Background: an optimization exercise with open tools, aiming at small area and a short achievable clock period. Do not read the settings as production practice. RTL that was checked went through simulation tests only; none was proved equivalent to the original.

==> inputs of build 69 <==
## gx_word_codec
module gx_word_codec #(
    parameter LANES = 4
) (
    input  wire                 clk,
    input  wire                 rst,           
    input  wire                 in_valid,
    input  wire [LANES-1:0]     in_op,         
    input  wire [31*LANES-1:0]  in_word,
    input  wire [16*LANES-1:0]  in_row,
    output reg                  out_valid,
    output wire [3*LANES-1:0]   out_status,
    output wire [20*LANES-1:0]  out_data,
    output wire [11*LANES-1:0]  out_syn,
    output wire [31*LANES-1:0]  out_word
);
Settings: LEC_CHECK=0, CAP_MARGIN=20, CORE_MARGIN=2, CORE_UTILIZATION=55, CTS_BUF_LIST=sky130_fd_sc_hd__clkbuf_4 sky130_fd_sc_hd__clkbuf_8, SLEW_MARGIN=20; clock period 26.0 ns.
standard.sh (not shown) runs the stock make flow with config.mk's settings and CLKGATE_MAP_FILE= SYNTH_SCRIPT=/design/flow/synth_recipe.tcl, a recipe that flattens the netlist after the stock synthesis.
==> flow/flow/run.sh <==
#!/bin/bash
# Layout: the standard flow (standard.sh) with two changes:
#  - the port buffers are sky130_fd_sc_hd__buf_1 cells (one per port, as
#    standard) rather than the delay buffer buffer_ports picks by default;
#  - timing repair aims for SETUP_MARGIN ns of setup slack, so that it also
#    works on the period the design achieves. The clock, the period and the
#    I/O constraints are the standard flow's, unchanged.
set -euo pipefail
cd "$(dirname "$0")/.."
SETUP_MARGIN=$(cat flow/setup_margin)
bash standard.sh synth > flow_synth.log 2>&1
bash standard.sh "BUFFER_PORTS_ARGS=-buffer_cell sky130_fd_sc_hd__buf_1" \
    "SETUP_SLACK_MARGIN=$SETUP_MARGIN" finish > flow_layout.log 2>&1
==> flow/flow/setup_margin <==
19.0
==> trial 80 (differences from build 69) <==
--- a/flow/design.v
+++ b/flow/design.v
@@ -22,17 +22,17 @@
         end
     endfunction
     wire [4:0] u_row = {^(in_row & 16'h8000), ^(in_row & 16'h7f80), ^(in_row & 16'h7878), ^(in_row & 16'h6666), ^(in_row & 16'h5555)};
     reg        s1_op;
     reg [30:0] s1_word;
     reg [4:0]  s1_u;
     always @(posedge clk) begin
         s1_op   <= in_op;
-        s1_word <= in_op ? in_word : {11'd0, in_word[19:0], 10'd0};
+        s1_word <= {in_word[30], in_op ? in_word[29:10] : in_word[19:0], in_word[9:0]};
         s1_u    <= u_row;
     end
     wire [19:0] d  = s1_word[29:10];
     wire [9:0]  kr = s1_word[9:0];
     wire [35:0] x  = {s1_word[30], s1_u, d, kr};
     wire [10:0] sy;                           
     wire ls_36 = x[15] ^ x[26];
     wire ls_37 = x[5] ^ x[8];
==> flow/flow/run.sh (replaced) <==
#!/bin/bash
# Layout: the standard flow (standard.sh) with these changes:
#  - the port buffers are sky130_fd_sc_hd__buf_1 cells (one per port, as
#    standard) rather than the delay buffer buffer_ports picks by default;
#  - timing repair aims for SETUP_MARGIN ns of setup slack, so that it also
#    works on the period the design achieves;
#  - clock tree synthesis takes the arguments in flow/cts_args.
# The clock, the period and the I/O constraints are the standard flow's, unchanged.
set -euo pipefail
cd "$(dirname "$0")/.."
SETUP_MARGIN=$(cat flow/setup_margin)
CTS_ARGS=$(cat flow/cts_args)
bash standard.sh synth > flow_synth.log 2>&1
bash standard.sh "BUFFER_PORTS_ARGS=-buffer_cell sky130_fd_sc_hd__buf_1" \
    "SETUP_SLACK_MARGIN=$SETUP_MARGIN" "CTS_ARGS=$CTS_ARGS" finish > flow_layout.log 2>&1
==> flow/flow/cts_args (new file) <==
-sink_clustering_enable -repair_clock_nets -dont_use_dummy_load -sink_clustering_size 28 -sink_clustering_max_diameter 120
==> flow/flow/setup_margin (replaced) <==
19.5
Settings changed: CORE_UTILIZATION 55 to 40, CTS_BUF_LIST sky130_fd_sc_hd__clkbuf_4 sky130_fd_sc_hd__clkbuf_8 to not set.
==> build 27 (differences from build 69) <==
--- a/flow/design.v
+++ b/flow/design.v
@@ -22,17 +22,17 @@
         end
     endfunction
     wire [4:0] u_row = {^(in_row & 16'h8000), ^(in_row & 16'h7f80), ^(in_row & 16'h7878), ^(in_row & 16'h6666), ^(in_row & 16'h5555)};
     reg        s1_op;
     reg [30:0] s1_word;
     reg [4:0]  s1_u;
     always @(posedge clk) begin
         s1_op   <= in_op;
-        s1_word <= in_op ? in_word : {11'd0, in_word[19:0], 10'd0};
+        s1_word <= {in_word[30], in_op ? in_word[29:10] : in_word[19:0], in_word[9:0]};
         s1_u    <= u_row;
     end
     wire [19:0] d  = s1_word[29:10];
     wire [9:0]  kr = s1_word[9:0];
     wire [35:0] x  = {s1_word[30], s1_u, d, kr};
     wire [10:0] sy;                           
     wire ls_36 = x[15] ^ x[26];
     wire ls_37 = x[5] ^ x[8];
==> flow/flow/setup_margin (replaced) <==
19.2
Settings changed: CORE_UTILIZATION 55 to 40, CTS_BUF_LIST sky130_fd_sc_hd__clkbuf_4 sky130_fd_sc_hd__clkbuf_8 to not set.
==> build 49 (differences from build 69) <==
--- a/flow/design.v
+++ b/flow/design.v
@@ -22,17 +22,17 @@
         end
     endfunction
     wire [4:0] u_row = {^(in_row & 16'h8000), ^(in_row & 16'h7f80), ^(in_row & 16'h7878), ^(in_row & 16'h6666), ^(in_row & 16'h5555)};
     reg        s1_op;
     reg [30:0] s1_word;
     reg [4:0]  s1_u;
     always @(posedge clk) begin
         s1_op   <= in_op;
-        s1_word <= in_op ? in_word : {11'd0, in_word[19:0], 10'd0};
+        s1_word <= {in_word[30], in_op ? in_word[29:10] : in_word[19:0], in_word[9:0]};
         s1_u    <= u_row;
     end
     wire [19:0] d  = s1_word[29:10];
     wire [9:0]  kr = s1_word[9:0];
     wire [35:0] x  = {s1_word[30], s1_u, d, kr};
     wire [10:0] sy;                           
     wire ls_36 = x[15] ^ x[26];
     wire ls_37 = x[5] ^ x[8];
==> flow/flow/run.sh (replaced) <==
#!/bin/bash
# Layout: the standard flow (standard.sh) with these changes:
#  - the port buffers are sky130_fd_sc_hd__buf_1 cells (one per port, as
#    standard) rather than the delay buffer buffer_ports picks by default;
#  - timing repair aims for SETUP_MARGIN ns of setup slack, so that it also
#    works on the period the design achieves;
#  - clock tree synthesis takes the arguments in flow/cts_args.
# The clock, the period and the I/O constraints are the standard flow's, unchanged.
set -euo pipefail
cd "$(dirname "$0")/.."
SETUP_MARGIN=$(cat flow/setup_margin)
CTS_ARGS=$(cat flow/cts_args)
bash standard.sh synth > flow_synth.log 2>&1
bash standard.sh "BUFFER_PORTS_ARGS=-buffer_cell sky130_fd_sc_hd__buf_1" \
    "SETUP_SLACK_MARGIN=$SETUP_MARGIN" "CTS_ARGS=$CTS_ARGS" finish > flow_layout.log 2>&1
==> flow/flow/cts_args (new file) <==
-sink_clustering_enable -repair_clock_nets -dont_use_dummy_load -sink_clustering_size 28 -sink_clustering_max_diameter 120
==> flow/flow/setup_margin (replaced) <==
19.45
Settings changed: CORE_UTILIZATION 55 to 60, CTS_BUF_LIST sky130_fd_sc_hd__clkbuf_4 sky130_fd_sc_hd__clkbuf_8 to not set, PLACE_DENSITY set to 0.7.
==> qor summary <==
| metric | build 69 | build 27 | build 49 | trial 80 |
|---|---|---|---|---|
| Outcome | no timing/DRC/antenna violations | no timing/DRC/antenna violations | no timing/DRC/antenna violations | no timing/DRC/antenna violations |
| Worst setup skew after layout | 35.2 ps | 9.52 ps | 33.4 ps | 56.6 ps |
| Worst setup path endpoint | g_lane[1].u_lane.out_data[16] | g_lane[2].u_lane.out_data[19] | out_data[47] | out_word[84] |
| Final-layout clock buffer total | 88 | 53 | 16 | 17 |
| Overall via count from detail_route | 22300 | 20800 | 21400 | 20800 |
| Wire length on met3 | 4970 um | 3860 um | 6100 um | 3690 um |
| Initial cell density of the core | 55.4% | 40.5% | 61.1% | 40.5% |
| Post-synthesis cell area | 26900 um2 | 25100 um2 | 25100 um2 | 25100 um2 |
| GR met1 Demand/Resource | 41.2% | 31.3% | 45.3% | 31.6% |
| Final Cell Area | 30600 um2 | 29400 um2 | 28600 um2 | 29200 um2 |
| Number of cells after detailed placement | 3716 | 3810 | 3497 | 3810 |
| Peak Freq | 0.148 GHz | 0.152 GHz | 0.155 GHz | 0.155 GHz |
| Filler-free cell count of the finished design | 3850 | 3931 | 3582 | 3890 |
The RTL of build 69 was laid out without a check of its function.

-- port drivers added, routing unchanged --
How much do the figures lean on ideal ports? The routed layouts below were timed once more, with nothing changed but the port constraints.
Step 1 assumes that a clkbuf_16 drives the clock port and a buf_2 every other input.
Step 2 also shifts input and output timing later by t, the mid clock arrival at the registers, as if the neighbouring blocks saw the same clock.
Slacks: no drivers / after step 1 / after step 2; pairs: no drivers / after step 1.
| run | t, ns | setup slack, ns | latest minus earliest clock arrival (ns) |
|---|---|---|---|
| build 69 | 0.694 | 19.266 / 19.266 / 19.266 | 0.040 / 0.040 |
| trial 80 | 0.578 | 19.568 / 19.512 / 19.459 | 0.058 / 0.058 |
| build 27 | 0.605 | 19.441 / 19.441 / 19.430 | 0.010 / 0.010 |
| build 49 | 0.578 | 19.552 / 19.495 / 19.194 | 0.036 / 0.036 |
After both steps every run listed still meets setup and hold. The setup slack of build 49, which loses most, moves by -0.057 ns with the drivers and by -0.358 ns with both steps.
